From an optimization exercise on the open Yosys and OpenROAD flow, aimed at small area and a short achievable clock period; shortcuts taken in it are not production practice.
The RTL was checked by simulation tests, not by an equivalence proof against the original design.

== amber ==
## wk512_munit
module wk512_munit (
    input  wire        clk,
    input  wire        rst,         
    input  wire        in_valid,
    input  wire        in_short,
    input  wire [6:0]  in_opc,
    input  wire [4:0]  in_dst,
    input  wire [4:0]  in_src,
    input  wire [31:0] in_a,
    input  wire [31:0] in_b,
    input  wire        in_chain,
    output reg         g3_wen,
    output reg  [4:0]  g3_dst,
    output reg  [31:0] g3_data,
    output reg         g1_wen,
    output reg  [4:0]  g1_dst,
    output reg  [31:0] g1_data,
    output reg  [63:0] ac0,
    output reg  [63:0] ac1
);
    reg        d_mul;       
    reg        d_hi;        
    reg        d_acw;       
    reg        d_accum;     
    reg        d_sat;       
    reg        d_neg;       
    reg        d_sgn;       
    reg        d_m16;       
    reg        d_sqr;       
    reg        d_acc_idx;   
    reg        d_rd;        
    reg [1:0]  d_rdk;       
    reg        d_wr;        
    reg        d_wrsx;      
    always @(*) begin
        d_mul = 1'b0; d_hi = 1'b0; d_acw = 1'b0; d_accum = 1'b0; d_sat = 1'b0;
  ...
export LEC_CHECK = 0
export CAP_MARGIN = 20
export CORE_MARGIN = 2
export CORE_UTILIZATION = 30
export PLACE_DENSITY = 0.45
export SLEW_MARGIN = 20
export SYNTH_HIERARCHICAL = 1
export SYNTH_MINIMUM_KEEP_SIZE = 0
create_clock -name core_clock -period 11.5 [get_ports {clk}]
standard.sh (not shown) runs the stock make flow with config.mk's settings and CLKGATE_MAP_FILE= SYNTH_SCRIPT=/design/flow/synth_recipe.tcl, a recipe that flattens the netlist after the stock synthesis.
==> flow/flow/run.sh <==
#!/bin/bash
set -euo pipefail
export SETUP_SLACK_MARGIN=7
export BUFFER_PORTS_ARGS="-buffer_cell sky130_fd_sc_hd__buf_4"
bash standard.sh > standard_flow.log 2>&1
The inputs of ember differ from those of amber as listed below.
==> flow/flow/run.sh <==
#!/bin/bash
set -euo pipefail
export SETUP_SLACK_MARGIN=6.5
export BUFFER_PORTS_ARGS="-buffer_cell sky130_fd_sc_hd__buf_2"
bash standard.sh > standard_flow.log 2>&1
diff --git a/flow/config.mk b/flow/config.mk
--- a/flow/config.mk
+++ b/flow/config.mk
@@ -8,6 +8,7 @@
 export CAP_MARGIN = 20
 export CORE_MARGIN = 2
-export CORE_UTILIZATION = 30
-export PLACE_DENSITY = 0.45
+export CORE_UTILIZATION = 45
+export CTS_BUF_LIST = sky130_fd_sc_hd__clkbuf_8 sky130_fd_sc_hd__clkbuf_4
+export PLACE_DENSITY = 0.55
 export SLEW_MARGIN = 20
 export SYNTH_HIERARCHICAL = 1
### Flow results
In summary, ember completed successfully, with a layout that passed the timing, design-rule and antenna checks. Compared with amber, ember shows a lower worst setup slack. Changes observed in ember relative to amber: post-CTS setup-driven buffer insertion count down 109. Reported for amber and ember, number of hold buffers added after CTS turned out identical to the last digit. Relative to amber, the clock-buffer cell count measured on ember has increased by more than half. Between amber and ember, the difference in multi-input gate count is negligible. Re post-route fraction of the period consumed by the critical path: ember is 0.19 points up on amber. In the metrics for amber and ember, the one carrying the lower area growth from synthesis to layout is ember. Relative to amber, the highest clock rate of ember is lower by 0.40%.
Here is what was changed in the inputs of xenon compared with ember.
==> flow/flow/run.sh <==
#!/bin/bash
set -euo pipefail
export SETUP_SLACK_MARGIN=6.5
export BUFFER_PORTS_ARGS="-buffer_cell sky130_fd_sc_hd__buf_4"
bash standard.sh > standard_flow.log 2>&1
diff --git a/flow/config.mk b/flow/config.mk
--- a/flow/config.mk
+++ b/flow/config.mk
@@ -8,7 +8,6 @@
 export CAP_MARGIN = 20
 export CORE_MARGIN = 2
-export CORE_UTILIZATION = 45
-export CTS_BUF_LIST = sky130_fd_sc_hd__clkbuf_8 sky130_fd_sc_hd__clkbuf_4
-export PLACE_DENSITY = 0.55
+export CORE_UTILIZATION = 55
+export PLACE_DENSITY = 0.65
 export SLEW_MARGIN = 20
 export SYNTH_HIERARCHICAL = 1
### Flow results
xenon ends up with lower final critical path time including I/O delays and setup than ember does. ~same flip-flop and latch count in xenon and ember. Diff ember -> xenon: total via count after detailed routing higher; total setup buffers inserted after CTS lost 8.
Inputs modified between xenon and raven:
==> flow/flow/run.sh <==
#!/bin/bash
set -euo pipefail
export SETUP_SLACK_MARGIN=6.75
export BUFFER_PORTS_ARGS="-buffer_cell sky130_fd_sc_hd__buf_4"
bash standard.sh > standard_flow.log 2>&1
diff --git a/flow/config.mk b/flow/config.mk
--- a/flow/config.mk
+++ b/flow/config.mk
@@ -8,6 +8,7 @@
 export CAP_MARGIN = 20
 export CORE_MARGIN = 2
-export CORE_UTILIZATION = 55
-export PLACE_DENSITY = 0.65
+export CORE_UTILIZATION = 30
+export CTS_BUF_LIST = sky130_fd_sc_hd__clkbuf_8 sky130_fd_sc_hd__clkbuf_4
+export PLACE_DENSITY = 0.45
 export SLEW_MARGIN = 20
 export SYNTH_HIERARCHICAL = 1
Notes after the runs:
Design area for raven is higher than for xenon.
Compared with xenon, raven shows die boundary width that has gone up by more than a quarter.
In the metrics for raven and xenon, the one carrying the higher area growth from synthesis to layout is raven.
The worst hold slack reported for raven is smaller than that of xenon by 0.0043 ns.
Comparing timing-limited maximum frequency for raven and xenon, the smaller number came from raven.
The critical path depth reported for raven is greater than that of xenon by 1.
Between xenon and raven, the flow reports clock tree buffer count of the final layout increasing by more than half.
Average detailed-routed wire length per instance in raven vs xenon: up about 0.6%
The routed wire length in raven sits about 18% above the value recorded for xenon.
From raven to xenon, number of buffers inserted by port buffering did not move at all.
Compared to xenon, raven shows a narrower setup margin.

re-timing with driven ports:
The results above use ideal ports. As a check the final layouts listed here were re-extracted and re-timed, cells and wires unchanged. Step 1 sets driving cells, clkbuf_16 on the clock port and buf_2 on the other inputs (assumed; they add their load-dependent delay and slew). Step 2 adds t to the input delays and takes it off the output delays; t is the mean of the earliest and latest rising clock arrival at the registers after step 1. Input paths then give back, and output paths get back, about the clock's delay inside the block. Slacks: ideal ports / drivers / drivers and shift; pairs: ideal ports / drivers.
run	t, ns	slack for setup (ns)	worst setup path at the end	pins driven straight from the clock port
amber	0.761	6.198 / 6.129 / 6.107	input to register	1
ember	0.889	6.176 / 6.109 / 5.726	input to register	1
xenon	0.735	6.248 / 6.177 / 5.876	input to register	1
raven	0.895	5.981 / 5.919 / 5.898	input to register	1
After both steps every run listed still meets setup and hold. The setup slack of ember, which loses most, moves by -0.067 ns with the drivers and by -0.450 ns with both steps.
